This design comes from an exercise in tuning for small area, a short achievable clock period and few clock cycles on the open sky130 flow, not from production work.
Function was checked by simulation only, so behaviour that the tests miss may differ from the original.
Power and IR drop assume default switching activity.

===== flow/design.v =====
module turf_dec (
    input  wire       clk,
    input  wire       rst,         
    input  wire       start,       
    input  wire [6:0] width_m1,    
    input  wire       in_valid,
    input  wire [7:0] in_data,
    output wire       in_ready,
    output reg        out_valid,
    output reg  [7:0] out_data,
    output reg        out_last,    
    input  wire       out_ready,
    output wire       err
);
    localparam QN = 2;             
    localparam QW = 1;             
    localparam [1:0] G_LIT = 2'd0,   
                     G_ABV = 2'd2,   
                     G_DLT = 2'd3;   
    localparam [2:0] P_IDLE = 3'd0,
                     P_HDR  = 3'd1,    
                     P_RAW  = 3'd2,    
                     P_TOK  = 3'd3,    
                     P_EXT  = 3'd4,    
                     P_LIT  = 3'd5,    
                     P_REPV = 3'd6,    
                     P_DLT  = 3'd7;    
    reg  [6:0] wm;                 
    reg        bv, skv;
    reg  [7:0] bd, sk;
    reg        p_pop;
    reg        irdy;               
    assign in_ready = irdy;
    wire   take     = in_valid && irdy;
    wire   skv_n    = !(rst || start) && !(!bv || p_pop) && (skv || take);
    always @(posedge clk) begin
        skv  <= skv_n;
        irdy <= !skv_n;
        if (rst || start) begin
            bv <= 1'b0;
        end else begin
            if (!bv || p_pop) begin
                bv <= skv || take;
                bd <= skv ? sk : in_data;
            end else if (take)
                sk <= in_data;
        end
    end
    reg  [2:0] ps;
    reg        perr;
    reg  [1:0] hcnt;
    reg  [8:0] brem;               
    reg        big;                
    reg  [7:0] xq;                 
    reg  [6:0] tokl;               
    reg  [1:0] ttyp;
    reg  [6:0] tq;                 
    reg        dodd;               
    reg        rdone;              
    reg        q_full;
    reg        push;
    reg  [1:0] push_t;
    reg  [6:0] push_c;
    reg  [2:0] ps_n;
    reg        perr_n;
    assign err = perr;
    wire body_end = !big && brem == 9'd0;
    wire body_one = !big && brem == 9'd1;    
    wire ext      = bd[5:1] == 5'b11111;      
    wire is_tok   = (ps == P_TOK);
    wire [7:0] lq    = is_tok ? {2'd0, bd[5:0]} : bd;       
    wire [6:0] mq    = is_tok ? {1'b0, bd[5:0]} : bd[6:0] + 7'd62;
    wire       m_ok  = !xq[7] && lq <= xq;
    wire       m_end = lq == xq;
    wire [7:0] xq_n  = xq + ~lq;
    wire       tend  = rdone ? body_one : 1'b0;
    wire p_nopush = (ps == P_HDR && hcnt != 2'd3) ||
                    (is_tok && (bd[7:6] != 2'd2 || ext)) ||
                    (ps == P_EXT && ttyp != 2'd2);
    wire p_run    = !perr && ps != P_IDLE;
    always @(*) begin
        p_pop  = bv && p_run && (!q_full || p_nopush);
        push   = 1'b0;
        push_t = G_LIT;
        push_c = 7'd0;
        ps_n   = ps;
        perr_n = 1'b0;
        case (ps)
            P_HDR: if (p_pop && hcnt == 2'd3) begin
                if (bd[7:2] != 6'd0 || bd[1:0] == 2'b11)
                    perr_n = 1'b1;
                if (bd[1:0] == 2'b01) begin
                    ps_n = P_RAW;
                    if (big || brem != {2'b0, wm} + 9'd1)
                        perr_n = 1'b1;
                end else if (bd[1:0] == 2'b10) begin
                    push   = 1'b1;
                    push_t = G_ABV;
                    push_c = wm;
                    if (!body_end)
                        perr_n = 1'b1;
                end else
                    ps_n = P_TOK;
            end
            P_RAW: if (p_pop) begin
                push = 1'b1;
                if (xq == 8'd0) ps_n = P_HDR;
            end
            P_TOK, P_EXT: begin
                if (body_end)
                    perr_n = 1'b1;
                if (p_pop) begin
                    if (is_tok && (tokl == 7'd0 || bd[5:0] == 6'd63))
                        perr_n = 1'b1;
                    if (is_tok && ext)
                        ps_n = P_EXT;
                    else begin
                        if (!m_ok)
                            perr_n = 1'b1;
                        case (is_tok ? bd[7:6] : ttyp)
                            2'd0: ps_n = P_LIT;
                            2'd1: ps_n = P_REPV;
                            2'd3: ps_n = P_DLT;
                            default: begin
                                push   = 1'b1;
                                push_t = G_ABV;
                                push_c = mq;
                                if (m_end) begin
                                    ps_n = P_HDR;
                                    if (!body_one) perr_n = 1'b1;
                                end else
                                    ps_n = P_TOK;
                            end
                        endcase
                    end
                end
            end
            P_LIT, P_REPV, P_DLT: begin
                if (body_end)
                    perr_n = 1'b1;
                if (p_pop) begin
                    push = 1'b1;
                    if (ps == P_REPV)
                        push_c = tq;
                    else if (ps == P_DLT) begin
                        push_t = G_DLT;
                        push_c = (tq == 7'd0 && dodd) ? 7'd0 : 7'd1;
                        if (tq == 7'd0 && dodd && bd[7:4] != 4'd0)
                            perr_n = 1'b1;
                    end
                    if (ps == P_REPV || tq == 7'd0) begin
                        if (rdone) begin
                            ps_n = P_HDR;
                            if (!body_one) perr_n = 1'b1;
                        end else
                            ps_n = P_TOK;
                    end
                end
            end
            default: ;
        endcase
    end
    always @(posedge clk) begin
        if (rst) begin
            ps   <= P_IDLE;
            perr <= 1'b0;
        end else if (start) begin
            ps   <= P_HDR;
            perr <= 1'b0;
            hcnt <= 2'd0;
            wm   <= width_m1;
        end else begin
            perr <= perr || perr_n;
            ps <= ps_n;
            if (p_pop) begin
                if (ps != P_HDR)
                    brem <= brem - 9'd1;
                case (ps)
                    P_HDR: begin
                        hcnt <= hcnt + 2'd1;
                        case (hcnt)
                            2'd0: begin brem[7:0] <= bd; big <= 1'b0; end
                            2'd1: begin brem[8] <= bd[0]; big <= bd[7:1] != 7'd0; end
                            2'd2: if (bd != 8'd0) big <= 1'b1;
                            default: begin
                                xq   <= {1'b0, wm};
                                tokl <= {1'b0, wm[6:1]} + 7'd17;
                            end
                        endcase
                    end
                    P_RAW: xq <= xq - 8'd1;
                    P_TOK: begin
                        tokl <= tokl - 7'd1;
                        ttyp <= bd[7:6];
                        if (ext)
                            xq <= xq - 8'd62;
                        else
                            xq <= xq_n;
                    end
                    P_EXT: xq <= xq_n;
                    P_LIT, P_DLT: tq <= tq - 7'd1;
                    default: ;
                endcase
                if ((is_tok && !ext) || ps == P_EXT) begin
                    tq    <= ((is_tok ? bd[7:6] : ttyp) == 2'd3) ? {1'b0, mq[6:1]} : mq;
                    dodd  <= !mq[0];
                    rdone <= m_end;
                end
            end
        end
    end
    reg  [1:0] qt [0:QN-1];
    reg  [6:0] qc [0:QN-1];
    reg  [7:0] qv [0:QN-1];
    reg  [QW-1:0] qwp, qrp;
    reg  [QW:0]   qn;
    reg        cv;                 
    reg  [1:0] ct;
    reg  [6:0] cc;
    reg  [7:0] cval;
    reg        okv;                
    reg  [7:0] okd;
    reg        okl;
    wire       emit    = cv && !okv;
    wire       cfree   = !cv || (emit && cc == 7'd0);
    wire       q_empty = (qn == 0);
    wire       q_pop   = cfree && !q_empty;
    wire       q_push  = push && !(cfree && q_empty);
    always @(posedge clk) begin
        if (rst || start) begin
            cv     <= 1'b0;
            qn     <= 0;
            qwp    <= 0;
            qrp    <= 0;
            q_full <= 1'b0;
        end else begin
            if (q_push) begin
                qt[qwp] <= push_t;
                qc[qwp] <= push_c;
                qv[qwp] <= bd;
                qwp     <= (qwp == QN - 1) ? 0 : qwp + 1;
            end
            if (q_pop)
                qrp <= (qrp == QN - 1) ? 0 : qrp + 1;
            if (q_push && !q_pop) begin
                qn     <= qn + 1;
                q_full <= (qn == QN - 1);
            end else if (q_pop && !q_push) begin
                qn     <= qn - 1;
                q_full <= 1'b0;
            end
            if (cfree) begin
                cv <= !q_empty || push;
                if (!q_empty) begin
                    ct   <= qt[qrp];
                    cc   <= qc[qrp];
                    cval <= qv[qrp];
                end else begin
                    ct   <= push_t;
                    cc   <= push_c;
                    cval <= bd;
                end
            end else if (emit) begin
                cc <= cc - 7'd1;
                if (ct == G_DLT)
                    cval <= {4'd0, cval[7:4]};
            end
        end
    end
    reg        frow;               
    reg        rs;                 
    reg  [6:0] ex;                 
    reg  [7:0] dl1;                
    wire [7:0] prev    = rs ? 8'd0 : dl1;
    wire [7:0] tap [0:7];
    wire [7:0] above   = frow ? 8'd0 : tap[7];
    wire [7:0] dpix    = prev + {{4{cval[3]}}, cval[3:0]};
    wire [7:0] pix     = (ct == G_ABV) ? above :
                         (ct == G_DLT) ? dpix : cval;
    wire       last    = (ex == wm);
    wire [6:0] dsel = wm;
    assign tap[0] = dl1;
    genvar gi;
    generate
        for (gi = 0; gi < 7; gi = gi + 1) begin : g_seg
            localparam integer L = 1 << (6 - gi);             
            reg [8*L-1:0] sr;
            if (L == 1) begin : g_one
                always @(posedge clk)
                    if (emit) sr <= tap[gi];
            end else begin : g_many
                always @(posedge clk)
                    if (emit) sr <= {sr[8*L-9:0], tap[gi]};
            end
            assign tap[gi + 1] = dsel[6 - gi] ? sr[8*L-1 -: 8] : tap[gi];
        end
    endgenerate
    always @(posedge clk) begin
        if (emit) begin
            dl1 <= pix;
        end
    end
    always @(posedge clk) begin
        if (rst || start) begin
            frow <= 1'b1;
            rs   <= 1'b1;
            ex   <= 7'd0;
        end else if (emit) begin
            rs <= last;
            if (last) begin
                ex   <= 7'd0;
                frow <= 1'b0;
            end else
                ex <= ex + 7'd1;
        end
    end
    reg  [7:0] ohd;
    reg        ohl;
    wire       ostall = out_valid && !out_ready;
    wire [7:0] onew   = okv ? okd : pix;
    wire       olnew  = okv ? okl : last;
    always @(posedge clk) begin
        out_valid <= !(rst || start) && (ostall || okv || emit);
        out_data  <= ostall ? ohd : onew;
        out_last  <= ostall ? ohl : olnew;
        ohd       <= ostall ? out_data : onew;
        ohl       <= ostall ? out_last : olnew;
        if (rst || start || !ostall)
            okv <= 1'b0;
        else if (emit) begin
            okv <= 1'b1;
            okd <= pix;
            okl <= last;
        end
    end
endmodule

===== flow/flow/run.sh =====
#!/bin/bash
# Standard layout, with timing repair aimed at a larger setup slack than
# config.mk's settings allow, and a flatter clock tree. Each tool's full
# output goes to its own log.
set -euo pipefail
M=SETUP_SLACK_MARGIN=5.3
C="CTS_ARGS=-sink_clustering_enable -repair_clock_nets -sink_clustering_size 30 -sink_clustering_max_diameter 100 -buf_list sky130_fd_sc_hd__clkbuf_16 -root_buf sky130_fd_sc_hd__clkbuf_16 -sink_clustering_levels 1 -num_static_layers 1"
bash standard.sh $M "$C" synth > make_synth.log 2>&1
bash standard.sh $M "$C" finish > make_finish.log 2>&1

===== flow/standard.sh =====
#!/bin/bash
# synth_recipe.tcl (not shown) runs the flow's synth.tcl, then flattens the netlist and writes it again
# the make line also repeats each setting of config.mk as NAME=value (left out here)
make -C /OpenROAD-flow-scripts/flow DESIGN_CONFIG=/design/flow/config.mk WORK_HOME=/design/flow/orfs CLKGATE_MAP_FILE= SYNTH_SCRIPT=/design/flow/synth_recipe.tcl "${@:-finish}"

===== flow/config.mk =====
export PLATFORM = sky130hd
export DESIGN_NAME = turf_dec
export DESIGN_NICKNAME = turf_dec
export VERILOG_FILES = /design/flow/design.v
export SDC_FILE = /design/flow/constraint.sdc
export NUM_CORES = 4
export LEC_CHECK = 0
export ABC_CLOCK_PERIOD_IN_PS = 2700
export CAP_MARGIN = 20
export CORE_MARGIN = 2
export CORE_UTILIZATION = 55
export CTS_BUF_LIST = sky130_fd_sc_hd__clkbuf_16
export CTS_CLUSTER_DIAMETER = 100
export CTS_CLUSTER_SIZE = 30
export PLACE_DENSITY = 0.7
export SLEW_MARGIN = 20

===== flow/constraint.sdc =====
create_clock -name core_clock -period 8.0 [get_ports {clk}]
set_input_delay 1.6000 -clock core_clock [delete_from_list [all_inputs] [get_ports {clk}]]
set_output_delay 1.6000 -clock core_clock [all_outputs]
set_load 0.01 [all_outputs]

==> flow_metrics.tcl, run 1 <==
set metrics [dict create \
    status "finished clean" \
    drv_slew 0 \
    clock-sinks 1188 \
    arrival_ns 3.03 \
    grtUsageTotal_pct 16.9 \
    drive_gt1_share_pct 10.0 \
    setup_viol 0 \
    yosysWarnings 1 \
    powerDensity_mw_per_mm2 222 \
    clkTransAtPathRegs_ns 0.11 \
    clkLatencyLatePin_ns 0.63 \
    power_frac_seq_pct 68.7 \
    io_buffers 31 \
    final_net_count 2284 \
    final.period_utilization_pct 34.6 \
    intPower_mw 8.01 \
    cts_tree "yes" \
    grt_max_degree 205 \
    dpl.hpwl_um 38300 \
    grt_pass1_vias 17430 \
    ff_latch_area_mm2 0.0353 \
    synth_seq_cells 1188 \
    syn_area_mm2 0.0413 \
    slew_headroom_pct 26.5 \
    yosys.area.top_type_share_pct 83.2 \
    drv_cap 0 \
    p_switching_mw 1.91 \
    cts_root_buf "clkbuf_16" \
    vdd_drop_max_uv 182 \
    syn_inst 2145 \
    worstSetupEndpointType "register" \
    hp-class "register to register" \
    period_needed_ns 2.77 \
    n_fill_cell 5198 \
    skew_ns 0.0333 \
    yosysTopAreaCell "edfxtp_1" \
    worst-path-buf-inv 2 \
    drt_pre_antenna_iters 7 \
    synth_nets 2213 \
    num_rows 100 \
    ios 32 \
    coreArea_mm2 0.0744 \
    die_w_um 278 \
    dpl.cell_count 3100 \
    synth_area_leaders "edfxtp_1, dfxtp_1, ha_1" \
    multi_input_area_mm2 0.00578 \
    cts_buffer_depth 3 \
    hold_buffers 0 \
    crit_chain "nor2b_4 > buf_16 > buf_6" \
    final.setup.tns_ns 0 \
    numCtsBuffers 47 \
    antenna_left 0 \
    clkPwrFrac_pct 29.1 \
    path_class "register to register" \
    synth-async-reset-ratio_pct 0 \
    vias 18119 \
    htree_levels 2 \
    dieArea_mm2 0.0773 \
    synth_area_per_cell_um2 19.3 \
    cp_max_fo 204 \
    grt-ovfl-total 0 \
    synth-main-ff-cell "edfxtp_1" \
    p_comb_share_pct 2.2 \
    start_kind "register" \
    wl_per_cell_um 20.6 \
    max_stage_delay_ns 0.61 \
    slowest_stage "buf_6" \
    p_sw_share_pct 19.2 \
    area_growth_syn_to_layout_pct 8.35 \
    antenna_found_initial 2 \
    die_y_um 278 \
    n_antenna_cell 0 \
    gp_congestion 0.856 \
    synth.distinct_cells 81 \
    rsz0062_at_grt "yes" \
    initial_core_util_pct 55.5 \
    drc 0 \
    synth-edff-count 1145 \
    hold_viol 0 \
    post_layout_nonfiller_instances 3215 \
    worst_hold_slack_ns 0.412 \
    ys_seq_area_share_pct 85.3 \
    grt_pass1_wl_um 101000 \
    drt_wl_total_um 66100 \
    crit_family "buffers and inverters" \
    fmax_mhz 362 \
    vias_per_cell 5.64 \
    fin_util_pct 60.1 \
    required_ns 8.26 \
    p_leak_nw 14.2 \
    dr.first_iter.drc_count 1893 \
    tightest_slew_ns 1.10 \
]
[layout make-up]
cell class	instances	area share, %
flip-flops and latches	1188	78.8
clock inverters	30	0.433
inverters	56	0.495
clock buffers	49	2.74
multi-input cells	838	12.9
repair buffers	85	1.93
well taps	969	2.71
[stage by stage]
| stage | power, mW | instance area, um2 | setup WS, ns |
|---|---|---|---|
| global placement | 7.15 | 42800 | 4.09 |
| floorplan | 7.08 | 41400 | 3.90 |
| finish | 9.92 | 44800 | 5.23 |
| CTS | 10.0 | 44600 | 5.20 |
| global route | 10.3 | 44800 | 5.11 |
| detailed placement | 7.16 | 42800 | 4.03 |
[worst reg2reg max path: cells and delay by family (launching register included)]
kind | cells | cell delay, ns
and+or+nand+nor | 1 | 0.38
buffers and inverters | 2 | 1.43
DFF | 1 | 0.54
[worst paths after layout]
path                    start          endpoint  slack, ns  cells past startpoint
max reg2reg               okv  g_seg[1].sr[188]       5.23                      3
min          g_seg[1].sr[167]  g_seg[1].sr[175]       0.41                      0
max                       okv  g_seg[1].sr[188]       5.23                      3
min reg2reg  g_seg[1].sr[167]  g_seg[1].sr[175]       0.41                      0
[state kept, by name (all words and copies together), names as in the netlist, 8 cells and up, named ones only]
register	flops
qv	16
out_data	8
okd	8
qc	14
xq	8
sk	8
ohd	8
bd	8
cval	8
brem	9
dl1	8
g_seg.sr	1016
[synth_stat cells (20+ instances only)]
master    count
mux2i_1      30
nand2_1     107
inv_1        55
a21oi_1      66
nand2b_1     22
dfxtp_1      43
xnor2_1      32
ha_1         46
clkbuf_1     44
nor3_1       22
xor2_1       25
nand3_1      20
mux2_2       27
nor2_1      100
o21a_1       23
edfxtp_1   1145
nor2b_1      31
o21ai_0      63
[cells in the final DEF, fill, tap and decap left out, types with 18 or more instances in the layout]
cell type        instances
xor2_1                  25
nand3_1                 20
o21a_1                  22
edfxtp_1              1145
inv_1                   76
clkbuf_16               49
clkdlybuf4s50_1         19
nor2b_1                 28
mux2_2                  27
dfxtp_1                 28
ha_1                    45
buf_4                   41
nand2_1                105
a21oi_1                 62
o21ai_0                 62
nand2b_1                22
xnor2_1                 32
nor2_1                  96
mux2i_1                 30
nor3_1                  18
[kinds of logic after synthesis]
kind of cell               share of synthesized area [%]
AOI/OAI and AO/OA                                   4.69
xor gates and xnor gates                            1.21
adders and majority gates                           1.49
buffers and inverters                               1.20
DFF                                                 85.3
muxes                                               1.52
and+or+nand+nor                                     4.60
[routing by layer]
| layer | track usage [%] | routed length [um] | up-vias |
|---|---|---|---|
| li1 | - | - | 8362 |
| met1 | 26.5 | 31300 | 9169 |
| met2 | 25.3 | 29900 | 484 |
| met3 | 2.21 | 3160 | 104 |
| met4 | 4.82 | 1750 | 0 |
| met5 | 0 | 0 | - |
[power groups by stage]
stage | Combinational, mW | Clock (mW) | Sequential (mW)
3_5_place_dp | 0.200 | 0 | 6.96
6_report | 0.222 | 2.89 | 6.81
5_1_grt | 0.240 | 3.20 | 6.81
4_1_cts | 0.214 | 3.01 | 6.81
3_3_place_gp | 0.195 | 0 | 6.96
2_1_floorplan | 0.137 | 0 | 6.94
[what timing repair did]
action                                  CTS  global route
gates cloned                              1             1
buffers inserted                         24            10
gates resized for setup                 111            25
endpoints found under the setup margin  689           549
pin swaps                                 4             4
Testbench counts, summed over its fixed seeds: cycles 66,280.
==> run 2, diff against run 1 <==
==> flow/flow/run.sh (replaced) <==
#!/bin/bash
# Standard layout, with timing repair aimed at a larger setup slack than
# config.mk's settings allow, and a flatter clock tree. Each tool's full
# output goes to its own log.
set -euo pipefail
M=SETUP_SLACK_MARGIN=5.3
C="CTS_ARGS=-sink_clustering_enable -repair_clock_nets -sink_clustering_size 30 -sink_clustering_max_diameter 100 -buf_list sky130_fd_sc_hd__clkbuf_16 -root_buf sky130_fd_sc_hd__clkbuf_16 -distance_between_buffers 1000 -branching_point_buffers_distance 1000"
bash standard.sh $M "$C" synth > make_synth.log 2>&1
bash standard.sh $M "$C" finish > make_finish.log 2>&1
==> run 2 against run 1 <==
Effect of this change:
- still clean
- register-to-register slack about the same
- final area is essentially flat
- sequential power about the same
- global-route usage about the same
- total power barely moved
- setup slack better by 0.0072 ns
- critical path type unchanged
==> flow_metrics.tcl, run 2 <==
set metrics [dict create \
    rrSetupSlack_ns 5.24 \
    fmax_mhz 363 \
    slew_headroom_pct 29.3 \
    clock-sinks 1188 \
    yosysWarnings 1 \
    num_rows 100 \
    grt_pass1_vias 17435 \
    drv_cap 0 \
    drc 0 \
    dieArea_mm2 0.0773 \
    powerDensity_mw_per_mm2 221 \
    ys_top_cells_by_count "edfxtp_1, nand2_1, nor2_1" \
    rsz0062_at_grt "yes" \
    cp_max_fo 204 \
    p_total_mw 9.91 \
    period_needed_ns 2.76 \
    yosysTopAreaCell "edfxtp_1" \
    hold_viol 0 \
    n_antenna_cell 0 \
    drt_pre_antenna_iters 5 \
    path_class "register to register" \
    drt_wl_total_um 66100 \
    setup_viol 0 \
    worstSetupEndpointType "register" \
    reg_top3 "g_seg.sr: 1016 flops, qv: 16 flops, qc: 14 flops" \
    status "finished clean" \
    start_kind "register" \
    final_common_cell "edfxtp_1" \
    largest_register "g_seg.sr" \
    die_w_um 278 \
    required_ns 8.25 \
    synth_nets 2213 \
    wl_per_cell_um 20.5 \
    die_y_um 278 \
    hp-class "register to register" \
    cts_tree "yes" \
    final_net_count 2287 \
    vias_per_cell 5.63 \
    syn_area_mm2 0.0413 \
    io_buffers 31 \
    final_cell_mix "edfxtp_1, nand2_1, nor2_1" \
    cts_buffer_depth 3 \
    antenna_found_initial 2 \
    dr.first_iter.drc_count 1942 \
    ios 32 \
    synth.distinct_cells 81 \
    synth_area_leaders "edfxtp_1, dfxtp_1, ha_1" \
    coreArea_mm2 0.0744 \
    skew_ns 0.0443 \
    numCtsBuffers 47 \
    vdd_drop_max_uv 175 \
    grt_pass1_wl_um 101000 \
    final.setup.tns_ns 0 \
    largest_reg_flops 1016 \
    gp_congestion 0.856 \
    clkLatencyLatePin_ns 0.63 \
    synth-edff-count 1145 \
    syn_inst 2145 \
    drive_gt1_share_pct 10.1 \
    p_leak_nw 14.2 \
    cts_root_buf "clkbuf_16" \
    area_growth_syn_to_layout_pct 8.39 \
    antenna_left 0 \
    dpl.hpwl_um 38300 \
    arrival_ns 3.01 \
    synth-main-ff-cell "edfxtp_1" \
    vias 18125 \
    ys_seq_area_share_pct 85.3 \
    drv_slew 0 \
    post_layout_nonfiller_instances 3218 \
    tightest_slew_ns 1.06 \
    yosys.area.top_type_share_pct 83.2 \
    grt_max_degree 205 \
    initial_core_util_pct 55.5 \
    synth_area_per_cell_um2 19.3 \
    grt-ovfl-total 0 \
    synth_seq_cells 1188 \
    htree_levels 2 \
    yosysMostFrequentCell "edfxtp_1" \
    synth-async-reset-ratio_pct 0 \
    grtUsageTotal_pct 16.9 \
    hold_buffers 0 \
    final.period_utilization_pct 34.5 \
    clkTransAtPathRegs_ns 0.11 \
    dpl.cell_count 3100 \
]
-- run 2: cell counts after synthesis --
Identical to the previous run, type by type.
-- run 2: timing repair --
action	4_1_cts	5_1_grt
cloned	1	1
endpoints found under the setup margin	686	549
pin swaps	4	5
buffers inserted	24	13
resized for setup	110	25
-- run 2: kinds of logic (layout without fill, tap and decap cells) --
group | count (synthesis) | in the layout | synth area share [%]
flops | 1188 | 1188 | 85.3
simple gates | 383 | 384 | 4.60
compound gates | 291 | 291 | 4.69
buf+inv | 120 | 223 | 1.20
mux | 58 | 58 | 1.52
xor+xnor | 57 | 57 | 1.21
fa+ha+maj | 48 | 48 | 1.49
-- run 2: worst paths after layout --
check,start,to,cells after the start
worst max-delay path,okv,g_seg[1].sr[188],3
worst min-delay path,g_seg[1].sr[167],g_seg[1].sr[175],0
worst max register to register,okv,g_seg[1].sr[188],3
worst min register to register,g_seg[1].sr[167],g_seg[1].sr[175],0
-- run 2: layer usage --
metal | track usage (%) | vias to the layer above | share of wire [%]
met5 | 0 | - | 0
met4 | 4.59 | 0 | 2.4
met3 | 2.17 | 98 | 4.7
met2 | 25.3 | 484 | 45
met1 | 26.4 | 9184 | 48
li1 | - | 8359 | -
-- run 2: area by class of cell --
type,count,area [um2]
Sequential cell,1188,35300
Multi-Input combinational cell,838,5770
Clock buffer,49,1230
Tap cell,969,1210
Inverter,56,221
Clock inverter,30,194
Timing Repair Buffer,88,887
Fill cell,5196,29700
-- run 2: power by group --
part | internal (mW) | switching (mW)
combinational | 0.0830 | 0.140
sequential | 6.78 | 0.0293
clock | 1.15 | 1.73
total | 8.01 | 1.90
-- run 2: worst max-delay path, cell delays in order (launching register included) --
cell and delay (ns):
dfxtp_1 0.54, nor2b_4 0.39, buf_16 0.58, buf_6 0.60
-- run 2: metrics by stage --
stage,hold slack [ns],cell area (um2),setup WS (ns),util (%)
finish,0.412,44800,5.24,60.2
global route,0.419,44800,5.09,60.2
CTS,0.414,44600,5.19,59.9
detailed placement,0.405,42800,4.03,57.5
global placement,0.401,42800,4.09,57.5
floorplan,0.400,41400,3.90,-
==> run 3, diff against run 2 <==
==> flow/flow/run.sh (replaced) <==
#!/bin/bash
# Standard layout, with timing repair aimed at a larger setup slack than
# config.mk's settings allow and the pixel output ports kept on one edge.
# Each tool's full output goes to its own log.
set -euo pipefail
K=("SETUP_SLACK_MARGIN=5.6" "IO_CONSTRAINTS=$PWD/flow/io.tcl")
bash standard.sh "${K[@]}" synth > make_synth.log 2>&1
bash standard.sh "${K[@]}" finish > make_finish.log 2>&1
==> flow/flow/io.tcl (new file) <==
# Keep the pixel output port and its handshake together on the bottom edge.
set_io_pin_constraint -pin_names {out_valid out_ready out_last out_data[0] out_data[1] out_data[2] out_data[3] out_data[4] out_data[5] out_data[6] out_data[7]} -region bottom:*
--- a/flow/config.mk
+++ b/flow/config.mk
@@ -7,3 +7,3 @@
 export LEC_CHECK = 0
-export ABC_CLOCK_PERIOD_IN_PS = 2700
+export ABC_AREA = 1
 export CAP_MARGIN = 20
==> run 3 against run 2 <==
Effect of this change:
- still clean
- final area up 1.0%
- setup slack improved by 0.039 ns
- combinational power decreased by 8%
- synthesized cell count is 9.0% higher
- routed wire length rose by 0.67%
- flip-flop and latch count unchanged
- largest power group unchanged
==> flow_metrics.tcl, run 3 <==
set metrics [dict create \
    dpl.hpwl_um 39000 \
    numCtsBuffers 47 \
    final_common_cell "edfxtp_1" \
    required_ns 6.40 \
    synth_seq_cells 1188 \
    critical_path_cell_count 1 \
    vdd_drop_max_uv 135 \
    htree_levels 2 \
    wl_per_cell_um 19.1 \
    fin_area_mm2 0.0452 \
    cts_tree "yes" \
    clkLatencyLatePin_ns 0.65 \
    ys_top_cells_by_count "edfxtp_1, nand2_1, inv_1" \
    drc 0 \
    die_y_um 278 \
    slowest_stage "dfxtp_2" \
    path_class "register to primary output" \
    syn_area_mm2 0.0412 \
    final.period_utilization_pct 34.0 \
    n_antenna_cell 0 \
    dr.first_iter.drc_count 1944 \
    grt-ovfl-total 0 \
    crit_chain "buf_6" \
    ios 32 \
    drt_wl_total_um 66600 \
    drt_pre_antenna_iters 5 \
    die_w_um 278 \
    final_cell_mix "edfxtp_1, nand2_1, inv_1" \
    p_leak_nw 15.3 \
    worst-path-buf-inv 1 \
    drv_cap 0 \
    period_needed_ns 2.72 \
    synth-edff-count 1145 \
    placement.cell_area_mm2 0.0428 \
    post_layout_nonfiller_instances 3479 \
    yosysTopAreaCell "edfxtp_1" \
    syn_inst 2339 \
    status "finished clean" \
    cts_root_buf "clkbuf_16" \
    synth.distinct_cells 59 \
    place_ws_ns 3.66 \
    hp-class "register to register" \
    gp_congestion 0.886 \
    yosysWarnings 1 \
    hold_buffers 0 \
    dieArea_mm2 0.0771 \
    synth_area_per_cell_um2 17.6 \
    vias_per_cell 5.34 \
    setup_viol 0 \
    drv_slew 0 \
    rrSetupSlack_ns 5.68 \
    r2r_cells 13 \
    initial_core_util_pct 55.4 \
    arrival_ns 1.12 \
    slew_headroom_pct 33.0 \
    powerDensity_mw_per_mm2 217 \
    crit_family "flip-flops" \
    synth-async-reset-ratio_pct 0 \
    drive_gt1_share_pct 13.2 \
    synth_area_leaders "edfxtp_1, nand2_1, dfxtp_1" \
    io_buffers 31 \
    area_growth_syn_to_layout_pct 9.84 \
    worstSetupEndpointType "primary output" \
    grtUsageTotal_pct 17.0 \
    ys_seq_area_share_pct 85.6 \
    clock-sinks 1188 \
    start_kind "register" \
    rsz0062_at_grt "yes" \
    final_net_count 2555 \
    cp_max_fo 2 \
    max_stage_delay_ns 0.37 \
    vias 18595 \
    hold_viol 0 \
    dpl.cell_count 3320 \
    clkTransAtPathRegs_ns 0.11 \
    postLayoutSetupSlackWorst_ns 5.28 \
    antenna_found_initial 0 \
    yosys.area.top_type_share_pct 83.5 \
    reg_top3 "g_seg.sr: 1016 flops, qv: 16 flops, qc: 14 flops" \
    skew_ns 0.0445 \
    grt_max_degree 196 \
    crit_path_end "out_last" \
    fmax_mhz 368 \
    r2r-end "cc[6]" \
    grt_pass1_vias 17818 \
    yosysMostFrequentCell "edfxtp_1" \
    num_rows 100 \
    grt_pass1_wl_um 101000 \
    tightest_slew_ns 1.01 \
    synth_nets 2407 \
    antenna_left 0 \
    synth-main-ff-cell "edfxtp_1" \
    cts_buffer_depth 3 \
    largest_register "g_seg.sr" \
    coreArea_mm2 0.0743 \
    cp-startpoint "out_last" \
    largest_reg_flops 1016 \
    reg2reg_from "bd[1]" \
]
-- run 3: changes by cell type after synthesis, sizes merged, moves of 31 or more --
cell	change
nand2	+244
nor2b	-31
inv	+135
nand3	+63
clkbuf	-31
nor2	+54
-- run 3: worst min path at each step --
| stage | slack [ns] | startpoint | endpoint | depth (start not counted) |
|---|---|---|---|---|
| finish | 0.41 | g_seg[3].sr[45] | g_seg[3].sr[53] | 0 |
| global route | 0.41 | g_seg[3].sr[45] | g_seg[3].sr[53] | 0 |
| CTS | 0.41 | g_seg[3].sr[45] | g_seg[3].sr[53] | 0 |
| detailed placement | 0.40 | g_seg[0].sr[5] | g_seg[0].sr[13] | 0 |
| global placement | 0.40 | g_seg[0].sr[95] | g_seg[0].sr[103] | 0 |
| floorplan | 0.40 | g_seg[0].sr[92] | g_seg[0].sr[100] | 0 |
-- run 3: cell families (layout without fill, tap and decap cells) --
| group | count (synthesis) | count (layout) | synth area share (%) |
|---|---|---|---|
| AOI/OAI and AO/OA | 184 | 184 | 2.83 |
| xor gates and xnor gates | 41 | 41 | 0.872 |
| adders and majority gates | 48 | 48 | 1.49 |
| buffers and inverters | 223 | 394 | 2.09 |
| DFF | 1188 | 1188 | 85.6 |
| muxes | 5 | 5 | 0.122 |
| and+or+nand+nor | 650 | 650 | 7.02 |
-- run 3: report_power, final --
| part | internal [mW] | switching, mW |
|---|---|---|
| logic | 0.0752 | 0.130 |
| clock network | 1.11 | 1.74 |
| registers | 6.73 | 0.0140 |
| total | 7.92 | 1.88 |
-- run 3: timing repair --
item / 4_1_cts / 5_1_grt
pin swaps: 14 / 27
resized for setup: 128 / 56
setup endpoints to repair: 876 / 313
setup buffers: 46 / 36
cloned: 3 / 2
-- run 3: stage by stage --
stage          utilization, %  hold WS, ns  power, mW  TNS (ns)
6_report                 60.9        0.408       9.81         0
2_1_floorplan               -        0.400       6.99  -8327.18
4_1_cts                  60.3        0.413       9.91         0
3_3_place_gp             57.5        0.402       7.06         0
5_1_grt                  60.9        0.411       10.1         0
3_5_place_dp             57.5        0.405       7.06         0
-- run 3: final cells by class --
class	count	area, um2
Inverter	194	771
Clock buffer	47	1180
Timing Repair inverter	3	20.0
Clock inverter	25	194
Sequential cell	1188	35300
Fill cell	5316	29100
Timing Repair Buffer	125	1230
Tap cell	969	1210
Multi-Input combinational cell	928	5360
-- run 3: routing by layer --
| metal | vias up | part of all wire (%) | wire length [um] | global-route usage (%) |
|---|---|---|---|---|
| li1 | 8736 | - | - | - |
| met1 | 9301 | 45 | 30100 | 24.9 |
| met2 | 458 | 47 | 31300 | 26.9 |
| met3 | 100 | 4.7 | 3140 | 2.27 |
| met4 | 0 | 2.9 | 1960 | 5.72 |
| met5 | - | 0 | 0 | 0 |
==> run 4, diff against run 3 <==
--- a/flow/flow/run.sh
+++ b/flow/flow/run.sh
@@ -5,3 +5,3 @@
 set -euo pipefail
-K=("SETUP_SLACK_MARGIN=5.6" "IO_CONSTRAINTS=$PWD/flow/io.tcl")
+K=("SETUP_SLACK_MARGIN=5.45" "IO_CONSTRAINTS=$PWD/flow/io.tcl")
 bash standard.sh "${K[@]}" synth > make_synth.log 2>&1
==> run 4 against run 3 <==
Effect of this change:
- still clean
- flip-flop and latch count did not move
- area after synthesis did not move
- maximum frequency increased by 0.70%
- die area is the same
- non-clock buffer count shrank 32
- critical endpoint is now out_data[0]
- largest power group unchanged
- highest routed layer unchanged
==> flow_metrics.tcl, run 4 <==
set metrics [dict create \
    numCtsBuffers 48 \
    yosysMostFrequentCell "edfxtp_1" \
    fin_area_mm2 0.0450 \
    grt-ovfl-total 0 \
    yosys.area.top_type_share_pct 83.5 \
    worstSetupEndpointType "primary output" \
    synth_area_leaders "edfxtp_1, nand2_1, dfxtp_1" \
    dpl.hpwl_um 39900 \
    status "finished clean" \
    ff_latch_area_mm2 0.0353 \
    cp_max_fo 2 \
    place_ws_ns 3.76 \
    syn_inst 2339 \
    slowest_stage "dfxtp_2" \
    synth_area_per_cell_um2 17.6 \
    synth_top_family_by_area "simple AND/OR/NAND/NOR gates" \
    hp-class "register to register" \
    postLayoutSetupSlackWorst_ns 5.30 \
    clock-sinks 1188 \
    synth_xor_area_share_pct 0.872 \
    slew_headroom_pct 29.3 \
    synth-edff-count 1145 \
    area_growth_syn_to_layout_pct 9.24 \
    synth_nets 2407 \
    ios 32 \
    yosysTopAreaCell "edfxtp_1" \
    crit_family "flip-flops" \
    die_y_um 278 \
    drt_wl_total_um 67400 \
    final.setup.tns_ns 0 \
    syn_area_mm2 0.0412 \
    coreArea_mm2 0.0743 \
    fin_util_pct 60.5 \
    synth-simple-area-share_pct 7.02 \
    initial_core_util_pct 55.4 \
    vdd_drop_max_uv 139 \
    drc 0 \
    p_total_mw 9.89 \
    synth_seq_cells 1188 \
    cts_tree "yes" \
    placement.cell_area_mm2 0.0428 \
    arrival_ns 1.10 \
    antenna_found_initial 1 \
    crit_chain "buf_6" \
    dieArea_mm2 0.0771 \
    multi_input_area_mm2 0.00526 \
    vias 18648 \
    ys_seq_area_share_pct 85.6 \
    fmax_mhz 370 \
    final_cell_mix "edfxtp_1, nand2_1, inv_1" \
    grt_max_degree 192 \
    worst-path-buf-inv 1 \
    gp_congestion 0.894 \
    grt_pass1_wl_um 103000 \
    clkTransAtPathRegs_ns 0.10 \
    largest_reg_flops 1016 \
    cts_buffer_depth 3 \
    synth.distinct_cells 59 \
    synthMuxAreaShare_pct 0.122 \
    p_leak_nw 15.1 \
    synth_compound_area_share_pct 2.83 \
    drv_slew 0 \
    final.period_utilization_pct 33.7 \
    io_buffers 31 \
    synthAdderAreaFrac_pct 1.49 \
    n_antenna_cell 0 \
    max_stage_delay_ns 0.36 \
    worst_hold_slack_ns 0.415 \
    drive_gt1_share_pct 11.0 \
    drt_pre_antenna_iters 7 \
    dpl.cell_count 3319 \
    htree_levels 2 \
    die_w_um 278 \
    synth-main-ff-cell "edfxtp_1" \
    yosysWarnings 1 \
    final_common_cell "edfxtp_1" \
    antenna_left 0 \
    hold_viol 0 \
    ys_top_cells_by_count "edfxtp_1, nand2_1, inv_1" \
    reg_top3 "g_seg.sr: 1016 flops, qv: 16 flops, qc: 14 flops" \
    synth-async-reset-ratio_pct 0 \
    drv_cap 0 \
    grtUsageTotal_pct 17.4 \
    cts_root_buf "clkbuf_16" \
    n_fill_cell 5304 \
    powerDensity_mw_per_mm2 220 \
    final_net_count 2523 \
    vias_per_cell 5.41 \
    rsz0062_at_grt "yes" \
    tightest_slew_ns 1.06 \
    post_layout_nonfiller_instances 3447 \
    num_rows 100 \
    path_class "register to primary output" \
    clkLatencyLatePin_ns 0.64 \
    skew_ns 0.0215 \
    largest_register "g_seg.sr" \
    wl_per_cell_um 19.5 \
    setup_viol 0 \
    start_kind "register" \
    grt_pass1_vias 17910 \
    period_needed_ns 2.70 \
    required_ns 6.40 \
    dr.first_iter.drc_count 1818 \
]
[run 4: cell counts after synthesis]
No cell type changed its count.
[run 4: cells by family after synthesis]
| kind of cell | count (synthesis) |
|---|---|
| flip-flops | 1188 |
| AND/OR/NAND/NOR | 650 |
| buffers and inverters | 223 |
| AO/OA/AOI/OAI | 184 |
| adder cells (fa/ha/maj) | 48 |
| XOR/XNOR | 41 |
| multiplexers | 5 |
[run 4: what timing repair did]
item / 4_1_cts / 5_1_grt
hold buffers: 0 / 0
setup buffers: 39 / 10
hold endpoints to repair: 0 / 0
endpoints found under the setup margin: 596 / 342
pin swaps: 10 / 6
gates cloned: 5 / 1
gates resized for setup: 103 / 38
[run 4: power by group]
| group | switching [mW] | internal (mW) | leakage (nW) | total, mW |
|---|---|---|---|---|
| Clock | 1.75 | 1.19 | 0.760 | 2.94 |
| Combinational | 0.127 | 0.0669 | 3.70 | 0.194 |
| Sequential | 0.0155 | 6.73 | 10.7 | 6.75 |
[run 4: final cells by class]
| class | instances | share of cell area (%) |
|---|---|---|
| flip-flops and latches | 1188 | 78.4 |
| multi-input cells | 929 | 11.7 |
| clock buffers | 51 | 2.84 |
| well taps | 969 | 2.69 |
| repair buffers | 93 | 2.28 |
| inverters | 194 | 1.69 |
| clock inverters | 22 | 0.412 |
| repair inverters | 1 | 0.0167 |
[run 4: layer usage]
layer,track usage (%),routed length [um],vias to the layer above
met5,0,0,-
met4,5.96,2160,0
met3,2.34,2770,108
met2,27.3,31500,383
met1,25.6,30900,9472
li1,-,-,8685
[run 4: final timing paths]
check | cells after the start | endpoint | from | slack (ns)
worst min register to register | 0 | g_seg[1].sr[68] | g_seg[1].sr[60] | 0.41
worst max register to register | 11 | qc[1][1] | bd[1] | 5.52
worst max-delay path | 1 | out_data[0] | out_data[0] | 5.30
worst min-delay path | 0 | g_seg[1].sr[68] | g_seg[1].sr[60] | 0.41
==> run 5, diff against run 4 <==
--- a/flow/flow/run.sh
+++ b/flow/flow/run.sh
@@ -5,3 +5,3 @@
 set -euo pipefail
-K=("SETUP_SLACK_MARGIN=5.45" "IO_CONSTRAINTS=$PWD/flow/io.tcl")
+K=("SETUP_SLACK_MARGIN=5.3" "IO_CONSTRAINTS=$PWD/flow/io.tcl")
 bash standard.sh "${K[@]}" synth > make_synth.log 2>&1
==> run 5 against run 4 <==
Effect of this change:
- still clean on timing, DRC and antenna
- synthesized cell count did not move
- global-route usage fell by 0.57 points
- sequential power barely moved
- routed wire length fell by 3.2%
- setup slack got worse by 0.0012 ns
- maximum frequency barely moved
- final area fell by 0.62%
- clock skew fell by 0.00066 ns
- area after synthesis did not move
- combinational power fell by 3%
- sequential share of layout area rose by 0.48 points
- register-to-register slack got worse by 0.09 ns
- largest power group unchanged
- highest routed layer unchanged
==> flow_metrics.tcl, run 5 <==
set metrics [dict create \
    drive_gt1_share_pct 10.2 \
    synth-main-ff-cell "edfxtp_1" \
    place_ws_ns 3.71 \
    synth.distinct_cells 59 \
    clkTransAtPathRegs_ns 0.11 \
    reg_top3 "g_seg.sr: 1016 flops, qv: 16 flops, qc: 14 flops" \
    ios 32 \
    final_common_cell "edfxtp_1" \
    syn_inst 2339 \
    multi_input_area_mm2 0.00519 \
    path_class "register to primary output" \
    slowest_stage "dfxtp_2" \
    drt_wl_total_um 65200 \
    status "finished clean" \
    start_kind "register" \
    skew_ns 0.0208 \
    grt_pass1_wl_um 100000 \
    yosysTopAreaCell "edfxtp_1" \
    drv_cap 0 \
    powerDensity_mw_per_mm2 218 \
    yosysMostFrequentCell "edfxtp_1" \
    hold_buffers 0 \
    p_sw_share_pct 18.7 \
    r2r-end "okd[4]" \
    clkPwrFrac_pct 28.7 \
    hp-class "register to register" \
    synth_area_per_cell_um2 17.6 \
    io_buffers 31 \
    dr.first_iter.drc_count 1698 \
    gp_congestion 0.877 \
    crit_chain "buf_6" \
    numCtsBuffers 46 \
    worst_hold_slack_ns 0.410 \
    drv_slew 0 \
    antenna_found_initial 0 \
    setup_viol 0 \
    drc 0 \
    cts_buffer_depth 3 \
    p_comb_share_pct 1.9 \
    ys_top_cells_by_count "edfxtp_1, nand2_1, inv_1" \
    syn_area_mm2 0.0412 \
    coreArea_mm2 0.0743 \
    n_antenna_cell 0 \
    holdPathEnd "g_seg[0].sr[508]" \
    largest_reg_flops 1016 \
    final.period_utilization_pct 33.8 \
    ff_latch_area_mm2 0.0353 \
    yosysWarnings 1 \
    synth_area_leaders "edfxtp_1, nand2_1, dfxtp_1" \
    wl_per_cell_um 19.0 \
    grt_pass1_vias 17510 \
    tightest_slew_ns 1.02 \
    holdPathStages 0 \
    postLayoutSetupSlackWorst_ns 5.30 \
    grt_max_degree 193 \
    final_cell_mix "edfxtp_1, nand2_1, inv_1" \
    largest_register "g_seg.sr" \
    vias_per_cell 5.31 \
    arrival_ns 1.10 \
    drt_pre_antenna_iters 5 \
    top_layer "met4" \
    synth-async-reset-ratio_pct 0 \
    synth_nets 2407 \
    antenna_left 0 \
    fin_area_mm2 0.0447 \
    fmax_mhz 370 \
    hp-start "g_seg[0].sr[500]" \
    slew_headroom_pct 32.1 \
    final.setup.tns_ns 0 \
    final_net_count 2521 \
    clkLatencyLatePin_ns 0.63 \
    clock-sinks 1188 \
    synth_seq_cells 1188 \
    initial_core_util_pct 55.4 \
    post_layout_nonfiller_instances 3441 \
    vias 18262 \
    area_growth_syn_to_layout_pct 8.57 \
    grt-ovfl-total 0 \
    power_frac_seq_pct 69.4 \
    cts_tree "yes" \
    htree_levels 2 \
    p_switching_mw 1.82 \
    yosys.area.top_type_share_pct 83.5 \
    wirelength_met1_um 30700 \
    die_w_um 278 \
    rsz0062_at_grt "yes" \
    intPower_mw 7.91 \
    reg2reg_from "wm[5]" \
    die_y_um 278 \
    cp_max_fo 2 \
    cts_root_buf "clkbuf_16" \
    placement.cell_area_mm2 0.0428 \
    worstSetupEndpointType "primary output" \
    dpl.hpwl_um 38900 \
    r2r_cells 10 \
    num_rows 100 \
    vdd_drop_max_uv 169 \
    dpl.cell_count 3320 \
    worst-path-buf-inv 1 \
    p_leak_nw 15.0 \
    ys_seq_area_share_pct 85.6 \
    period_needed_ns 2.70 \
    rrSetupSlack_ns 5.43 \
    wl_met3_um 2730 \
    synth-edff-count 1145 \
    hold_viol 0 \
    n_fill_cell 5336 \
    max_stage_delay_ns 0.38 \
    dieArea_mm2 0.0771 \
    required_ns 6.40 \
    grtUsageTotal_pct 16.9 \
    wl_met2_um 29800 \
    crit_family "flip-flops" \
    p_total_mw 9.73 \
    fin_util_pct 60.2 \
]
==> run 5: power by group through the flow <==
stage                     clock, mW  combinational, mW  sequential (mW)
after floorplan                   0              0.107             6.89
after global placement            0              0.161             6.90
after detailed placement          0              0.163             6.90
after CTS                      2.91              0.178             6.75
after global routing           3.11              0.206             6.75
final                          2.80              0.188             6.75
==> run 5: worst max path at each step <==
stage | from | to | slack [ns] | depth (start not counted)
3_3_place_gp | start | xq[0] | 3.77 | 8
6_report | out_valid | out_valid | 5.30 | 1
4_1_cts | cv | g_seg[2].sr[75] | 5.24 | 4
2_1_floorplan | cv | okd[0] | -10.33 | 4
3_5_place_dp | start | xq[0] | 3.71 | 8
5_1_grt | out_data[1] | out_data[1] | 5.26 | 1
==> run 5: cells by family after synthesis <==
logic type      synth area share, %
compound gates                 2.83
mux                           0.122
fa+ha+maj                      1.49
xor+xnor                      0.872
simple gates                   7.02
flops                          85.6
buf+inv                        2.09
==> run 5: per-layer routing <==
layer	vias up	GRT usage (%)
li1	8682	-
met1	9120	25.3
met2	371	25.9
met3	89	2.27
met4	0	5.77
met5	-	0
==> run 5: final cells by class <==
type,count,share of cell area (%)
sequential,1188,78.9
multi-input combinational,929,11.6
tap,969,2.71
clock buffer,48,2.69
timing repair buffer,94,2.14
inverter,194,1.69
clock inverter,19,0.285
==> run 5: repair_timing <==
| item | CTS | global route |
|---|---|---|
| gates resized for setup | 92 | 17 |
| setup buffers | 30 | 22 |
| cloned | 2 | 0 |
| pin swaps | 9 | 1 |
| endpoints found under the setup margin | 299 | 187 |
==> run 6, diff against run 5 <==
--- a/flow/config.mk
+++ b/flow/config.mk
@@ -14,3 +14,3 @@
 export CTS_CLUSTER_SIZE = 30
-export PLACE_DENSITY = 0.7
+export PLACE_DENSITY = 0.65
 export SLEW_MARGIN = 20
==> run 6 against run 5 <==
Effect of this change:
- still clean
- via count up 0.15%
- sequential share of layout area is 0.27 points lower
- clock power is 4% higher
- sequential power about the same
- routed wire length is 3.0% higher
- first-iteration DRC count fell by 3.2%
- final cell count about the same
- critical path depth unchanged
==> flow_metrics.tcl, run 6 <==
set metrics [dict create \
    fmax_mhz 368 \
    drt_wl_total_um 67200 \
    dpl.hpwl_um 40200 \
    postLayoutSetupSlackWorst_ns 5.28 \
    clkPwrFrac_pct 29.5 \
    num_rows 100 \
    wl_per_cell_um 19.5 \
    p_switching_mw 1.89 \
    syn_inst 2339 \
    synth_area_per_cell_um2 17.6 \
    htree_levels 2 \
    drt_pre_antenna_iters 5 \
    clkTransAtPathRegs_ns 0.11 \
    fin_util_pct 60.4 \
    drv_cap 0 \
    grt-ovfl-total 0 \
    synth_xor_area_share_pct 0.872 \
    clock-sinks 1188 \
    grt_pass1_vias 17685 \
    final_common_cell "edfxtp_1" \
    slowest_stage "dfxtp_2" \
    largest_register "g_seg.sr" \
    arrival_ns 1.12 \
    die_w_um 278 \
    slew_headroom_pct 49.0 \
    gp_congestion 0.879 \
    synthAdderAreaFrac_pct 1.49 \
    intPower_mw 7.95 \
    grtUsageTotal_pct 17.3 \
    coreArea_mm2 0.0743 \
    synth_top_family_by_area "simple AND/OR/NAND/NOR gates" \
    synth_area_leaders "edfxtp_1, nand2_1, dfxtp_1" \
    synth.distinct_cells 59 \
    tightest_slew_ns 0.764 \
    initial_core_util_pct 55.4 \
    start_kind "register" \
    setup_viol 0 \
    ys_seq_area_share_pct 85.6 \
    place_ws_ns 3.67 \
    p_sw_share_pct 19.2 \
    grt_max_degree 223 \
    worst-path-buf-inv 1 \
    numCtsBuffers 48 \
    syn_area_mm2 0.0412 \
    placement.cell_area_mm2 0.0428 \
    synth_nets 2407 \
    vias 18290 \
    drc 0 \
    yosysTopAreaCell "edfxtp_1" \
    rrSetupSlack_ns 5.40 \
    synth-async-reset-ratio_pct 0 \
    synth-edff-count 1145 \
    p_comb_share_pct 1.9 \
    crit_chain "buf_6" \
    yosysMostFrequentCell "edfxtp_1" \
    hp-class "register to register" \
    synth-main-ff-cell "edfxtp_1" \
    path_class "register to primary output" \
    power_frac_seq_pct 68.6 \
    cp_max_fo 2 \
    yosys.area.top_type_share_pct 83.5 \
    skew_ns 0.0490 \
    worstSetupEndpointType "primary output" \
    crit_family "flip-flops" \
    ys_top_cells_by_count "edfxtp_1, nand2_1, inv_1" \
    required_ns 6.40 \
    ios 32 \
    synth-simple-area-share_pct 7.02 \
    dr.first_iter.drc_count 1643 \
    antenna_left 0 \
    final.period_utilization_pct 34.0 \
    cts_buffer_depth 3 \
    powerDensity_mw_per_mm2 219 \
    hold_viol 0 \
    antenna_found_initial 3 \
    final_cell_mix "edfxtp_1, nand2_1, inv_1" \
    status "finished clean" \
    cts_root_buf "clkbuf_16" \
    drv_slew 0 \
    max_stage_delay_ns 0.37 \
    clkLatencyLatePin_ns 0.65 \
    largest_reg_flops 1016 \
    grt_pass1_wl_um 103000 \
    die_y_um 278 \
    period_needed_ns 2.72 \
    cts_tree "yes" \
    fin_area_mm2 0.0449 \
    synth_compound_area_share_pct 2.83 \
    area_growth_syn_to_layout_pct 8.94 \
    final_net_count 2516 \
    vias_per_cell 5.32 \
    rsz0062_at_grt "yes" \
    synth_seq_cells 1188 \
    p_leak_nw 15.1 \
    drive_gt1_share_pct 10.3 \
    dieArea_mm2 0.0771 \
    vdd_drop_max_uv 182 \
    synthMuxAreaShare_pct 0.122 \
    p_total_mw 9.85 \
    io_buffers 31 \
    yosysWarnings 1 \
    reg_top3 "g_seg.sr: 1016 flops, qv: 16 flops, qc: 14 flops" \
]
[run 6: cell types whose count changed in the layout (fill, tap and decap cells not counted), sizes merged, moves of 2 or more]
cell      change
buf           -8
clkbuf        +3
clkinvlp      +2
clkinv        +2
[run 6: area by class of cell]
cell class	instances	area (um2)
inverters	194	759
repair buffers	88	977
multi-input cells	928	5210
clock buffers	49	1230
well taps	969	1210
fillers	5432	29500
flip-flops and latches	1188	35300
diodes	1	2.50
clock inverters	22	213
[run 6: path summary, 6_finish.rpt]
path              depth (start not counted)             start          endpoint
setup / recovery                          1       out_data[0]       out_data[0]
hold / removal                            0  g_seg[1].sr[239]  g_seg[1].sr[247]
setup reg to reg                         13            dl1[0]            dl1[6]
hold reg to reg                           0  g_seg[1].sr[239]  g_seg[1].sr[247]
[run 6: what timing repair did]
action	in CTS	in global routing
cloned	1	2
gates resized for setup	93	15
pin swaps	8	1
buffers inserted	24	18
setup endpoints to repair	721	546
hold buffers	0	0
[run 6: routing by layer]
metal  global-route usage (%)  part of all wire [%]  up-vias
li1                         -                     -     8667
met1                     26.7                    47     9187
met2                     25.8                    45      327
met3                     2.46                   4.7      109
met4                     5.68                   3.2        0
met5                        0                     0        -
[run 6: cells by family after synthesis]
family,after synthesis
flip-flops,1188
AND/OR/NAND/NOR,650
buffers and inverters,223
AO/OA/AOI/OAI,184
adder cells (fa/ha/maj),48
XOR/XNOR,41
multiplexers,5
[run 6: power by group through the flow]
| stage | Combinational, mW | Sequential (mW) | Clock (mW) |
|---|---|---|---|
| global route | 0.210 | 6.75 | 3.23 |
| CTS | 0.183 | 6.75 | 3.04 |
| global placement | 0.167 | 6.90 | 0 |
| detailed placement | 0.170 | 6.90 | 0 |
| finish | 0.191 | 6.75 | 2.90 |
| floorplan | 0.107 | 6.89 | 0 |
[run 6: stage by stage]
step           hold WS, ns  instances  setup TNS, ns
2_1_floorplan        0.400       2339       -8327.18
3_3_place_gp         0.401       3321              0
3_5_place_dp         0.405       3321              0
4_1_cts              0.406       3417              0
5_1_grt              0.410       3438              0
6_report             0.405       3439              0
[run 6: worst register-to-register path, stage by stage (launching register included)]
cell and delay [ns]:
edfxtp_1 0.48, inv_1 0.10, nor2_1 0.10, ha_1 0.17, inv_1 0.06, fa_1 0.40
nand3b_1 0.18, nand2_1 0.10, nand2_1 0.07, nand2_1 0.06, a21oi_1 0.06, xor2_1 0.15
a22oi_1 0.18, nand2_1 0.20
==> run 7, diff against run 6 <==
--- a/flow/config.mk
+++ b/flow/config.mk
@@ -7,3 +7,3 @@
 export LEC_CHECK = 0
-export ABC_AREA = 1
+export ABC_CLOCK_PERIOD_IN_PS = 2700
 export CAP_MARGIN = 20
@@ -14,3 +14,3 @@
 export CTS_CLUSTER_SIZE = 30
-export PLACE_DENSITY = 0.65
+export PLACE_DENSITY = 0.7
 export SLEW_MARGIN = 20
==> run 7 against run 6 <==
Effect of this change:
- still clean on timing, DRC and antenna
- clock skew grew 0.0032 ns
- critical path depth is the same
- area after synthesis grew 0.33%
- routed wire length shrank 0.96%
- total power grew 0.69%
- hold slack is essentially flat
- first-iteration DRC count grew 4.3%
- via count shrank 1.4%
- die area grew 0.32%
==> flow_metrics.tcl, run 7 <==
set metrics [dict create \
    initial_core_util_pct 55.5 \
    die_w_um 278 \
    p_comb_share_pct 2.2 \
    p_leak_nw 14.2 \
    hp-class "register to register" \
    arrival_ns 1.14 \
    grt_max_degree 173 \
    worst-path-buf-inv 1 \
    postLayoutSetupSlackWorst_ns 5.26 \
    cts_tree "yes" \
    crit_chain "buf_6" \
    clkLatencyLatePin_ns 0.66 \
    gp_congestion 0.887 \
    rrSetupSlack_ns 5.33 \
    final.period_utilization_pct 34.2 \
    drt_pre_antenna_iters 7 \
    critical_path_cell_count 1 \
    dr.first_iter.drc_count 1714 \
    r2r-end "perr" \
    p_total_mw 9.91 \
    clkPwrFrac_pct 29.1 \
    n_antenna_cell 0 \
    reg_top3 "g_seg.sr: 1016 flops, qv: 16 flops, qc: 14 flops" \
    start_kind "register" \
    htree_levels 2 \
    synth_area_leaders "edfxtp_1, dfxtp_1, ha_1" \
    reg2reg_from "brem[5]" \
    die_y_um 278 \
    period_needed_ns 2.74 \
    max_stage_delay_ns 0.40 \
    numCtsBuffers 47 \
    hold_viol 0 \
    drc 0 \
    p_switching_mw 1.91 \
    crit_family "flip-flops" \
    cp-startpoint "perr" \
    synth-main-ff-cell "edfxtp_1" \
    status "finished clean" \
    grt-ovfl-total 0 \
    io_buffers 31 \
    drive_gt1_share_pct 10.1 \
    antenna_left 0 \
    vdd_drop_max_uv 206 \
    crit_path_end "err" \
    final_cell_mix "edfxtp_1, nand2_1, nor2_1" \
    final_common_cell "edfxtp_1" \
    worstSetupEndpointType "primary output" \
    cts_root_buf "clkbuf_16" \
    r2r_cells 6 \
    clkTransAtPathRegs_ns 0.11 \
    p_sw_share_pct 19.3 \
    synth_nets 2213 \
    hold_buffers 0 \
    yosysWarnings 1 \
    tightest_slew_ns 1.19 \
    yosysTopAreaCell "edfxtp_1" \
    largest_register "g_seg.sr" \
    slowest_stage "dfxtp_4" \
    grt_pass1_vias 17208 \
    slew_headroom_pct 20.3 \
    syn_inst 2145 \
    area_growth_syn_to_layout_pct 8.27 \
    final.setup.tns_ns 0 \
    power_frac_seq_pct 68.7 \
    rsz0062_at_grt "yes" \
    grt_pass1_wl_um 102000 \
    final_net_count 2282 \
    clock-sinks 1188 \
    powerDensity_mw_per_mm2 222 \
    drv_cap 0 \
    skew_ns 0.0522 \
    fin_util_pct 60.1 \
    synth_seq_cells 1188 \
    drt_wl_total_um 66500 \
    path_class "register to primary output" \
    synth_area_per_cell_um2 19.3 \
    synth.distinct_cells 81 \
    antenna_found_initial 1 \
    grtUsageTotal_pct 17.1 \
    vias_per_cell 5.62 \
    cp_max_fo 2 \
    wl_per_cell_um 20.8 \
    synth-edff-count 1145 \
    ys_seq_area_share_pct 85.3 \
    syn_area_mm2 0.0413 \
    drv_slew 0 \
    synth-async-reset-ratio_pct 0 \
    yosysMostFrequentCell "edfxtp_1" \
    yosys.area.top_type_share_pct 83.2 \
    dpl.hpwl_um 39400 \
    vias 18025 \
    coreArea_mm2 0.0744 \
    ys_top_cells_by_count "edfxtp_1, nand2_1, nor2_1" \
    intPower_mw 8.00 \
    place_ws_ns 4.10 \
    dieArea_mm2 0.0773 \
    required_ns 6.40 \
    ios 32 \
    setup_viol 0 \
    cts_buffer_depth 3 \
    num_rows 100 \
    fmax_mhz 365 \
    largest_reg_flops 1016 \
]
-- run 7: per-stage QoR --
step / std cells / hold WS (ns) / instance area, um2
6_report: 3206 / 0.405 / 44700
5_1_grt: 3206 / 0.402 / 44700
4_1_cts: 3199 / 0.393 / 44600
3_5_place_dp: 3103 / 0.405 / 42800
3_3_place_gp: 3103 / 0.401 / 42800
2_1_floorplan: 2145 / 0.400 / 41400
-- run 7: how the worst min path moves through the flow --
stage | startpoint | endpoint | slack (ns) | depth (start not counted)
2_1_floorplan | g_seg[0].sr[92] | g_seg[0].sr[100] | 0.40 | 0
4_1_cts | g_seg[0].sr[7] | g_seg[0].sr[15] | 0.39 | 0
3_3_place_gp | g_seg[1].sr[146] | g_seg[1].sr[154] | 0.40 | 0
3_5_place_dp | g_seg[0].sr[101] | g_seg[0].sr[109] | 0.40 | 0
6_report | g_seg[0].sr[7] | g_seg[0].sr[15] | 0.40 | 0
5_1_grt | g_seg[0].sr[7] | g_seg[0].sr[15] | 0.40 | 0
-- run 7: per-layer routing --
metal | share of wire [%] | vias up | wire length (um) | global-route usage, %
li1 | - | 8373 | - | -
met1 | 47 | 9177 | 31400 | 25.9
met3 | 3.8 | 90 | 2500 | 2.24
met2 | 46 | 385 | 30700 | 26.1
met4 | 2.8 | 0 | 1890 | 5.71
met5 | 0 | - | 0 | 0
-- run 7: cells by family after synthesis --
kind of cell	Yosys count	share of synthesized area, %
xor+xnor	57	1.21
buf+inv	120	1.20
fa+ha+maj	48	1.49
compound gates	291	4.69
mux	58	1.52
flops	1188	85.3
simple gates	383	4.60
-- run 7: layout make-up --
cell class | count | area (um2)
fill | 5234 | 29700
clock inverter | 25 | 235
timing repair buffer | 84 | 870
multi-input combinational | 837 | 5750
clock buffer | 47 | 1180
tap | 969 | 1210
inverter | 56 | 218
sequential | 1188 | 35300
-- run 7: power by group through the flow --
stage,registers [mW],clock network [mW],logic [mW]
after floorplan,6.94,0,0.137
after CTS,6.81,3.02,0.218
after global routing,6.81,3.21,0.240
after detailed placement,6.95,0,0.207
final,6.81,2.89,0.220
after global placement,6.95,0,0.201
-- run 7: what timing repair did --
action                                  in CTS  in global routing
resized for setup                          102                 15
cloned                                       2                  0
pin swaps                                    3                  3
endpoints found under the hold margin        0                  0
endpoints found under the setup margin     636                101
buffers inserted                            22                  7
-- run 7: worst register-to-register path: stages, from the launching register on --
cell,delay [ns]
edfxtp_1,0.55
nor4_1,0.65
nand4_1,0.25
a2111oi_2,0.59
o211ai_1,0.16
o21ai_1,0.24
a31oi_1,0.11
==> run 8, diff against run 7 <==
--- a/flow/config.mk
+++ b/flow/config.mk
@@ -7,3 +7,3 @@
 export LEC_CHECK = 0
-export ABC_CLOCK_PERIOD_IN_PS = 2700
+export ABC_AREA = 1
 export CAP_MARGIN = 20
@@ -12,4 +12,4 @@
 export CTS_BUF_LIST = sky130_fd_sc_hd__clkbuf_16
-export CTS_CLUSTER_DIAMETER = 100
-export CTS_CLUSTER_SIZE = 30
+export CTS_CLUSTER_DIAMETER = 80
+export CTS_CLUSTER_SIZE = 24
 export PLACE_DENSITY = 0.7
==> run 8 against run 7 <==
Effect of this change:
- still clean
- via count grew 2.8%
- synthesized cell count grew 9.0%
- final cell count up 8.4%
- die area shrank 0.32%
- combinational power shrank 14%
- global-route usage fell by 0.13 points
- critical endpoint is now out_data[1]
- largest power group unchanged
==> flow_metrics.tcl, run 8 <==
set metrics [dict create \
    status "finished clean" \
    numCtsBuffers 58 \
    synth_area_leaders "edfxtp_1, nand2_1, dfxtp_1" \
    drv_slew 0 \
    grt-ovfl-total 0 \
    skew_ns 0.0334 \
    crit_chain "buf_6" \
    drt_pre_antenna_iters 5 \
    hold_viol 0 \
    grt_pass1_wl_um 101000 \
    die_y_um 278 \
    synth_area_per_cell_um2 17.6 \
    fin_util_pct 60.8 \
    final_common_cell "edfxtp_1" \
    grtUsageTotal_pct 17.0 \
    start_kind "register" \
    drc 0 \
    initial_core_util_pct 55.4 \
    cts_root_buf "clkbuf_16" \
    vias 18521 \
    final.period_utilization_pct 34.1 \
    p_total_mw 10.1 \
    ys_top_cells_by_count "edfxtp_1, nand2_1, inv_1" \
    dpl.hpwl_um 38900 \
    grt_use_met1_pct 25.4 \
    hp-class "register to register" \
    dieArea_mm2 0.0771 \
    slew_headroom_pct 31.8 \
    ys_seq_area_share_pct 85.6 \
    powerDensity_mw_per_mm2 224 \
    clkTransAtPathRegs_ns 0.09 \
    yosysMostFrequentCell "edfxtp_1" \
    syn_inst 2339 \
    placement.cell_area_mm2 0.0428 \
    fmax_mhz 367 \
    arrival_ns 1.13 \
    yosysWarnings 1 \
    max_stage_delay_ns 0.36 \
    antenna_found_initial 1 \
    n_antenna_cell 0 \
    required_ns 6.40 \
    area_growth_syn_to_layout_pct 9.72 \
    synth-main-ff-cell "edfxtp_1" \
    n_fill_cell 5295 \
    period_needed_ns 2.73 \
    yosysTopAreaCell "edfxtp_1" \
    tightest_slew_ns 1.02 \
    dr.first_iter.drc_count 1599 \
    htree_levels 2 \
    synth-edff-count 1145 \
    rrSetupSlack_ns 5.45 \
    wl_per_cell_um 19.0 \
    setup_viol 0 \
    grt_pass1_vias 17754 \
    grt_max_degree 193 \
    synth_nets 2407 \
    path_class "register to primary output" \
    gp_congestion 0.877 \
    grt.busiest_layer "met2" \
    worstSetupEndpointType "primary output" \
    largest_register "g_seg.sr" \
    coreArea_mm2 0.0743 \
    synth_seq_cells 1188 \
    yosys.area.top_type_share_pct 83.5 \
    clock-sinks 1188 \
    clkLatencyLatePin_ns 0.66 \
    hold_buffers 0 \
    grt.met3_usage_pct 2.49 \
    crit_family "flip-flops" \
    vias_per_cell 5.33 \
    p_leak_nw 15.3 \
    drt_wl_total_um 66000 \
    antenna_left 0 \
    final_cell_mix "edfxtp_1, nand2_1, inv_1" \
    final_net_count 2548 \
    met2_usage_pct 25.7 \
    rsz0062_at_grt "yes" \
    die_w_um 278 \
    num_rows 100 \
    cts_buffer_depth 3 \
    vdd_drop_max_uv 200 \
    ios 32 \
    fin_area_mm2 0.0452 \
    cp_max_fo 2 \
    synth.distinct_cells 59 \
    drv_cap 0 \
    reg_top3 "g_seg.sr: 1016 flops, qv: 16 flops, qc: 14 flops" \
    largest_reg_flops 1016 \
    drive_gt1_share_pct 11.3 \
    io_buffers 31 \
    worst-path-buf-inv 1 \
    syn_area_mm2 0.0412 \
    slowest_stage "dfxtp_2" \
    cts_tree "yes" \
    synth-async-reset-ratio_pct 0 \
]
-- run 8: final cells by class --
class	count	area [um2]	area share [%]
timing repair buffer	109	1050	2.33
inverter	194	756	1.67
multi-input combinational	929	5190	11.5
sequential	1188	35300	78.0
clock inverter	27	210	0.465
tap	969	1210	2.68
clock buffer	60	1500	3.32
-- run 8: routing by layer --
| layer | share of wire, % | routed length (um) |
|---|---|---|
| met5 | 0 | 0 |
| met3 | 4.6 | 3020 |
| met4 | 3.5 | 2300 |
| met1 | 46 | 30700 |
| met2 | 45 | 30000 |
-- run 8: cells by family after synthesis --
family,count (synthesis),share of synthesized area [%]
XOR/XNOR,41,0.872
multiplexers,5,0.122
buffers and inverters,223,2.09
AND/OR/NAND/NOR,650,7.02
AO/OA/AOI/OAI,184,2.83
adder cells (fa/ha/maj),48,1.49
flip-flops,1188,85.6
-- run 8: metrics by stage --
stage	TNS (ns)	hold WS, ns	cells	worst slack, ns
detailed placement	0	0.405	3320	3.71
global placement	0	0.400	3320	3.77
CTS	0	0.394	3435	5.23
finish	0	0.401	3476	5.27
floorplan	-8327.18	0.400	2339	-10.33
global route	0	0.405	3476	5.23
-- run 8: final timing paths --
path                                       start          endpoint  cells after the start
worst max-delay path                 out_data[1]       out_data[1]                      1
worst min-delay path            g_seg[2].sr[100]  g_seg[2].sr[108]                      0
worst max register to register             bd[1]             xq[7]                     12
worst min register to register  g_seg[2].sr[100]  g_seg[2].sr[108]                      0
-- run 8: timing repair --
item	in CTS	in global routing
gates cloned	2	0
pin swaps	8	5
gates resized for setup	92	13
endpoints found under the setup margin	298	234
setup buffers	26	41
hold endpoints to repair	0	0
-- run 8: report_power, final --
group / internal (mW) / switching, mW
logic: 0.0671 / 0.123
registers: 6.73 / 0.0171
clock network: 1.38 / 1.80

[afterwards: timing with drivers on the ports]
Ports are ideal in the flow. The routed layouts listed here were re-timed in OpenROAD.
Step 1 (the two cells are an assumption about what drives the block):
set clk [get_ports {clk}]
set_driving_cell -lib_cell sky130_fd_sc_hd__clkbuf_16 $clk
set_driving_cell -lib_cell sky130_fd_sc_hd__buf_2 [delete_from_list [all_inputs] $clk]
Step 2 adds t to the input delays and takes it off the output delays; t is the mean of the earliest and latest rising clock arrival at the registers after step 1. Input paths then give back, and output paths get back, about the clock's delay inside the block.
Three values: ideal, step 1, step 2; two values: the first two.
run	t, ns	setup WS [ns]	worst hold slack (ns)	worst setup path at the end
run 1	0.685	5.235 / 5.178 / 4.682	0.412 / 0.412 / 0.412	input to register
run 2	0.672	5.242 / 5.185 / 4.701	0.412 / 0.412 / 0.412	input to register
run 3	0.694	5.281 / 5.214 / 4.997	0.408 / 0.408 / 0.408	input to register
run 4	0.693	5.300 / 5.238 / 4.828	0.415 / 0.415 / 0.415	input to register
run 5	0.679	5.299 / 5.235 / 4.733	0.410 / 0.410 / 0.410	input to register
run 6	0.691	5.280 / 5.215 / 4.762	0.405 / 0.405 / 0.405	input to register
run 7	0.702	5.261 / 5.198 / 4.726	0.405 / 0.405 / 0.405	input to register
run 8	0.696	5.273 / 5.215 / 4.682	0.401 / 0.401 / 0.401	input to register
After both steps every run listed still meets setup and hold. For run 8, which loses most, drivers alone change the setup slack by -0.058 ns; drivers and shift together by -0.591 ns.
